From an optimization exercise on the open Yosys and OpenROAD flow, aimed at small area, a short achievable clock period and few clock cycles per item; shortcuts taken in it are not production practice. The RTL was checked by simulation tests, not by an equivalence proof against the original design.

--- flow/config.mk ---
export PLATFORM = sky130hd
export DESIGN_NAME = rs136_dec
export DESIGN_NICKNAME = rs136_dec
export VERILOG_FILES = /design/flow/design.v
export SDC_FILE = /design/flow/constraint.sdc
export NUM_CORES = 4
export LEC_CHECK = 0
export CAP_MARGIN = 20
export CORE_MARGIN = 2
export CORE_UTILIZATION = 40
export SLEW_MARGIN = 20
--- flow/constraint.sdc ---
create_clock -name core_clock -period 20.0 [get_ports {clk}]
set_input_delay 4.0000 -clock core_clock [delete_from_list [all_inputs] [get_ports {clk}]]
set_output_delay 4.0000 -clock core_clock [all_outputs]
set_load 0.01 [all_outputs]
--- flow/design.v ---
module rs136_dec (
    input  wire       clk,
    input  wire       rst,
    input  wire       in_valid,
    input  wire [9:0] in_sym,
    output wire       in_ready,
    output reg        out_valid,
    output reg  [9:0] out_sym,
    output reg        out_last,
    output reg        out_fail,
    output reg  [2:0] out_nerr
);
    localparam N = 136;
    localparam T = 4;
    localparam [1:0] S_RECV  = 2'd0;
    localparam [1:0] S_BM    = 2'd1;
    localparam [1:0] S_OMEGA = 2'd2;
    localparam [1:0] S_OUT   = 2'd3;
    function automatic [9:0] gf_mul(input [9:0] a, input [9:0] b);
        reg [18:0] p;
        integer i;
        begin
            p = 19'd0;
            for (i = 0; i < 10; i = i + 1)
                if (b[i]) p = p ^ ({9'd0, a} << i);
            for (i = 18; i >= 10; i = i - 1)
                if (p[i]) p = p ^ (19'h409 << (i - 10));
            gf_mul = p[9:0];
        end
    endfunction
    function automatic [9:0] gf_sq(input [9:0] a);
        gf_sq = gf_mul(a, a);
    endfunction
    function automatic [9:0] gf_inv(input [9:0] a);
        reg [9:0] p, r;
        integer i;
        begin
            p = a;
            r = 10'd1;
            for (i = 1; i < 10; i = i + 1) begin
                p = gf_sq(p);
                r = gf_mul(r, p);
            end
            gf_inv = r;
        end
    endfunction
    function automatic [9:0] alpha_pow(input integer i);
        case (i)
            0: alpha_pow = 10'h001;
            1: alpha_pow = 10'h002;
            2: alpha_pow = 10'h004;
            3: alpha_pow = 10'h008;
            4: alpha_pow = 10'h010;
            5: alpha_pow = 10'h020;
            6: alpha_pow = 10'h040;
            default: alpha_pow = 10'h080;
        endcase
    endfunction
    function automatic [9:0] chien_init(input integer j);
        case (j)
            0: chien_init = 10'h001;
            1: chien_init = 10'h20e;
            2: chien_init = 10'h146;
            3: chien_init = 10'h00d;
            default: chien_init = 10'h270;
        endcase
    endfunction
    reg [1:0] state;
    reg [7:0] cnt;                   
    reg [2:0] iter;                  
    reg [9:0] buffer [0:N-1];        
    reg [9:0] syn    [0:2*T-1];      
    reg [9:0] lambda [0:T];          
    reg [9:0] bpoly  [0:T];          
    reg [9:0] gamma;                 
    reg [3:0] len;                   
    reg [9:0] lam_c  [0:T];          
    reg [9:0] om_c   [0:T-1];        
    reg [7:0] nroots;
    assign in_ready = (state == S_RECV);
    wire accept = in_valid && in_ready;
    integer i, j, k;
    reg [9:0] disc;
    reg [9:0] lambda_nxt [0:T];
    always @* begin
        disc = 10'd0;
        for (i = 0; i <= T; i = i + 1)
            if (i <= iter)
                disc = disc ^ gf_mul(lambda[i], syn[iter - i]);
        for (i = 0; i <= T; i = i + 1) begin
            if (i == 0)
                lambda_nxt[i] = gf_mul(gamma, lambda[i]);
            else
                lambda_nxt[i] = gf_mul(gamma, lambda[i]) ^ gf_mul(disc, bpoly[i-1]);
        end
    end
    reg [9:0] omega [0:T-1];
    always @* begin
        for (k = 0; k < T; k = k + 1) begin
            omega[k] = 10'd0;
            for (i = 0; i <= k; i = i + 1)
                omega[k] = omega[k] ^ gf_mul(lambda[i], syn[k - i]);
        end
    end
    reg [9:0] lam_sum, lam_odd, om_sum, err_val;
    reg       is_root;
    always @* begin
        lam_sum = 10'd0;
        lam_odd = 10'd0;
        for (j = 0; j <= T; j = j + 1) begin
            lam_sum = lam_sum ^ lam_c[j];
            if (j % 2 == 1) lam_odd = lam_odd ^ lam_c[j];
        end
        om_sum = 10'd0;
        for (k = 0; k < T; k = k + 1)
            om_sum = om_sum ^ om_c[k];
        is_root = (lam_sum == 10'd0);
        err_val = gf_mul(om_sum, gf_inv(lam_odd));
    end
    wire [7:0] nroots_total = nroots + {7'd0, is_root};
    always @(posedge clk) begin
        if (rst) begin
            state     <= S_RECV;
            cnt       <= 8'd0;
            iter      <= 3'd0;
            out_valid <= 1'b0;
            out_last  <= 1'b0;
            out_fail  <= 1'b0;
            out_nerr  <= 3'd0;
            out_sym   <= 10'd0;
        end else begin
            out_valid <= 1'b0;
            out_last  <= 1'b0;
            out_fail  <= 1'b0;
            out_nerr  <= 3'd0;
            case (state)
                S_RECV: begin
                    if (accept) begin
                        for (i = 0; i < N - 1; i = i + 1)
                            buffer[i] <= buffer[i+1];
                        buffer[N-1] <= in_sym;
                        for (i = 0; i < 2*T; i = i + 1)
                            syn[i] <= (cnt == 8'd0) ? in_sym
                                                    : gf_mul(syn[i], alpha_pow(i)) ^ in_sym;
                        if (cnt == N - 1) begin
                            cnt   <= 8'd0;
                            state <= S_BM;
                            iter  <= 3'd0;
                            for (i = 0; i <= T; i = i + 1) begin
                                lambda[i] <= (i == 0) ? 10'd1 : 10'd0;
                                bpoly[i]  <= (i == 0) ? 10'd1 : 10'd0;
                            end
                            gamma <= 10'd1;
                            len   <= 4'd0;
                        end else begin
                            cnt <= cnt + 8'd1;
                        end
                    end
                end
                S_BM: begin
                    for (i = 0; i <= T; i = i + 1)
                        lambda[i] <= lambda_nxt[i];
                    if (disc != 10'd0 && {len, 1'b0} <= {2'd0, iter}) begin
                        for (i = 0; i <= T; i = i + 1)
                            bpoly[i] <= lambda[i];
                        len   <= {1'b0, iter} + 4'd1 - len;
                        gamma <= disc;
                    end else begin
                        bpoly[0] <= 10'd0;
                        for (i = 1; i <= T; i = i + 1)
                            bpoly[i] <= bpoly[i-1];
                    end
                    iter <= iter + 3'd1;
                    if (iter == 3'd7)
                        state <= S_OMEGA;
                end
                S_OMEGA: begin
                    for (j = 0; j <= T; j = j + 1)
                        lam_c[j] <= gf_mul(lambda[j], chien_init(j));
                    for (k = 0; k < T; k = k + 1)
                        om_c[k] <= gf_mul(omega[k], chien_init(k));
                    nroots <= 8'd0;
                    cnt    <= 8'd0;
                    state  <= S_OUT;
                end
                S_OUT: begin
                    for (j = 0; j <= T; j = j + 1)
                        lam_c[j] <= gf_mul(lam_c[j], alpha_pow(j));
                    for (k = 0; k < T; k = k + 1)
                        om_c[k] <= gf_mul(om_c[k], alpha_pow(k));
                    for (i = 0; i < N - 1; i = i + 1)
                        buffer[i] <= buffer[i+1];
                    nroots    <= nroots_total;
                    out_valid <= 1'b1;
                    out_sym   <= is_root ? (buffer[0] ^ err_val) : buffer[0];
                    if (cnt == N - 1) begin
                        out_last <= 1'b1;
                        out_fail <= (len > T) || (nroots_total != {4'd0, len});
                        out_nerr <= len[2:0];
                        cnt      <= 8'd0;
                        state    <= S_RECV;
                    end else begin
                        cnt <= cnt + 8'd1;
                    end
                end
            endcase
        end
    end
endmodule
--- flow/run.sh ---
#!/bin/bash
# synth_recipe.tcl (not shown) runs the flow's synth.tcl, then flattens the netlist and writes it again
# the make line also repeats each setting of config.mk as NAME=value (left out here)
make -C /OpenROAD-flow-scripts/flow DESIGN_CONFIG=/design/flow/config.mk WORK_HOME=/design/flow/orfs CLKGATE_MAP_FILE= SYNTH_SCRIPT=/design/flow/synth_recipe.tcl finish
==> notes.md <==
## metal layers
metal / share of wire / global-route usage / vias up
met5: 0 / 0 / -
met4: 0.042 / 0.0888 / 0
met1: 0.43 / 0.299 / 36600
li1: - / - / 34100
met2: 0.45 / 0.343 / 3503
met3: 0.081 / 0.0340 / 780
## metrics by stage
stage	cells	util	TNS (ps)
floorplan	10700	-	-6164680
global placement	13700	0.417	0
detailed placement	13700	0.417	0
CTS	14000	0.439	0
global route	14000	0.440	0
finish	14000	0.440	0
## final cells by class
cell class / count / area, um2 / area share
clock buffers: 200 / 4430 / 0.0375
multi-input cells: 8128 / 55200 / 0.468
diodes: 2 / 5.00 / 0.0000424
repair buffers: 299 / 2440 / 0.0207
inverters: 32 / 120 / 0.00102
flip-flops and latches: 1671 / 49900 / 0.423
well taps: 3552 / 4440 / 0.0377
clock inverters: 118 / 1400 / 0.0119
## logic make-up after synthesis
logic type	count (synthesis)	synth area share
AND/OR/NAND/NOR	3832	0.138
XOR/XNOR	3487	0.310
flip-flops	1671	0.462
buffers and inverters	854	0.0306
AO/OA/AOI/OAI	618	0.0395
multiplexers	161	0.0158
adder cells (fa/ha/maj)	30	0.00350
## critical path: cells and delay by family (launching register included)
family | cells | cell delay (ps)
simple gates | 11 | 1410
flops | 1 | 450
xor+xnor | 32 | 13460
fa+ha+maj | 1 | 670
buf+inv | 2 | 520
compound gates | 4 | 930
## synthesized netlist by cell type (all sizes together), types with 31 or more instances
library cell,count,area share
nor3,67,0.0031
mux2,69,0.0072
a211oi,36,0.0025
a222oi,50,0.0046
o22ai,33,0.0020
a21oi,95,0.0044
xor2,648,0.053
xnor3,160,0.034
inv,31,0.0011
xnor2,2664,0.22
edfxtp,1642,0.46
nand3,37,0.0017
a22oi,61,0.0042
buf,225,0.0087
clkbuf,597,0.021
mux2i,91,0.0084
o21ai,156,0.0072
nand2,2769,0.096
nor2,812,0.028
## flip-flops by register name (all words and copies together), names as in the netlist, 10 cells and up
name     count
gamma       10
buffer    1360
lam_c       50
bpoly       40
out_sym     10
syn         80
lambda      50
om_c        40
## how the worst max path moves through the flow
| stage | startpoint | end | slack [ps] | depth (start not counted) |
|---|---|---|---|---|
| after floorplan | in_valid | buffer[0][0] | -4570 | 2 |
| after global placement | lam_c[1][0] | out_sym[4] | 2500 | 50 |
| after detailed placement | lam_c[3][0] | out_sym[4] | 2240 | 50 |
| after CTS | lam_c[3][0] | out_sym[4] | 2210 | 50 |
| after global routing | lam_c[3][0] | out_sym[4] | 1080 | 52 |
| final | lam_c[3][0] | out_sym[4] | 2370 | 50 |
## cells in the final DEF (no fill, tap or decap), drive strengths merged, types with 26 or more instances in the layout
master            n
a211oi           36
a21oi            95
a221oi           30
a222oi           50
a22oi            61
and2             28
buf             270
clkbuf          201
clkdlybuf4s50    28
clkinv           85
dfxtp            29
edfxtp         1642
ha               27
inv              40
mux2             69
mux2i            91
nand2          2769
nand2b           26
nand3            37
nor2            812
nor3             67
o21ai           156
o22ai            33
xnor2          2664
xnor3           160
xor2            648
==> reports/qor.yml <==
ant_nets: 0
period_needed_ps: 17630
rows: 190
cts-resized-gates: 0
overflow: 0
drc: 0
status: "complete, no violations"
cts_tree: "done"
areaGrowthSynthToFinish_pct: 9.26
die_area_um2: 274000
grt_pass1_wl_mm: 462
grt_use_total: 0.218
min_from: "buffer[86][2]"
endpoint_kind: "register"
routabilityCongestion: 0.896
placed_cell_area_um2: 112000
final_max_slew_viol_count: 0
async_flop_share: 0
detail_route.iter0.violations: 9131
portBuffers: 29
start_util: 0.403
finClkSkew_ps: 71.0
htreeDepth: 4
start_kind: "register"
syn-num-nets: 10700
wire_per_inst_um: 21.7
rr_startpoint: "lam_c[3][0]"
synth_area_per_cell_um2: 10.1
hold_class: "reg2reg"
synth_edf_count: 1642
cp.required_ps: 20740
ctsHoldBuffers: 0
critPathSlowestCell: "xor3_1"
syn-cell-area_um2: 108000
core-area_um2: 268000
post-route-cell-area_um2: 118000
hold_end: "buffer[85][2]"
ios: 30
rr_worst_depth: 50
first_global_vias: 74300
post_cts_buffers: 0
tightest_slew_ps: 1140
finalCritPeriodShare: 0.881
grt_max_degree: 230
worstReg2RegEnd: "out_sym[4]"
slew_headroom: 0.238
cts_root_buf: "clkbuf_16"
drive_above_1_share: 0.0711
whs_ps: 371
yosysWarnings: 9
r2r_slack_ps: 2370
setup_slack_ps: 2370
rsz0062_at_grt: "false"
whs_path_depth: 0
ys_seq_area_frac: 0.462
drt_pre_antenna_iters: 10
post-place-ws_ps: 2240
ys_types: 86
vias: 74900
cpPeakStageDelay_ps: 900
ys_seq_elements: 1671
nNetsFinal: 10300
max_freq_mhz: 56.7
arrival_ps: 18360
synth_flop_cell: "edfxtp_1"
crit_type: "reg2reg"
clkSinkCount: 1671
fp.dieH_um: 523
cpMostUsedCell: "xnor3_1"
wl_mm: 303
nFillCells: 24900
hold_viol: 0
crit_fanout: 18
numCtsBuffers: 170
syn_inst: 10700
path_clk_slew_ps: 70
die_w_um: 523
hpwl_mm: 180
clk_latency_ps: 850
setup_viol: 0
vias_per_cell: 5.35
cap_violations: 0
clk_path_buf_depth: 3
antenna_found_initial: 2
Testbench counts, summed over its fixed seeds: cycles 53,960, items 192.

==> what the ideal ports hide <==
In the flow no input, the clock included, has a driving cell. The finished layout below was timed again as built, in two steps. Step 1 assumes that a clkbuf_16 drives the clock port and a buf_2 every other input. Step 2 times the ports against the registers' clock, not the clock port: input delays grow and output delays shrink by t, the midpoint of the rising clock arrivals with the driver on. a / b / c = ideal ports / drivers / drivers and shift; a / b = the first two.
t (ns): 0.906
setup WS [ns]: 2.373 / 2.373 / 2.373
worst setup path after step 2: register to register
cell pins on the clock port's net: 1
After both steps this run still meets setup and hold. For this run, drivers alone change the setup slack by 0.000 ns; drivers and shift together by 0.000 ns.
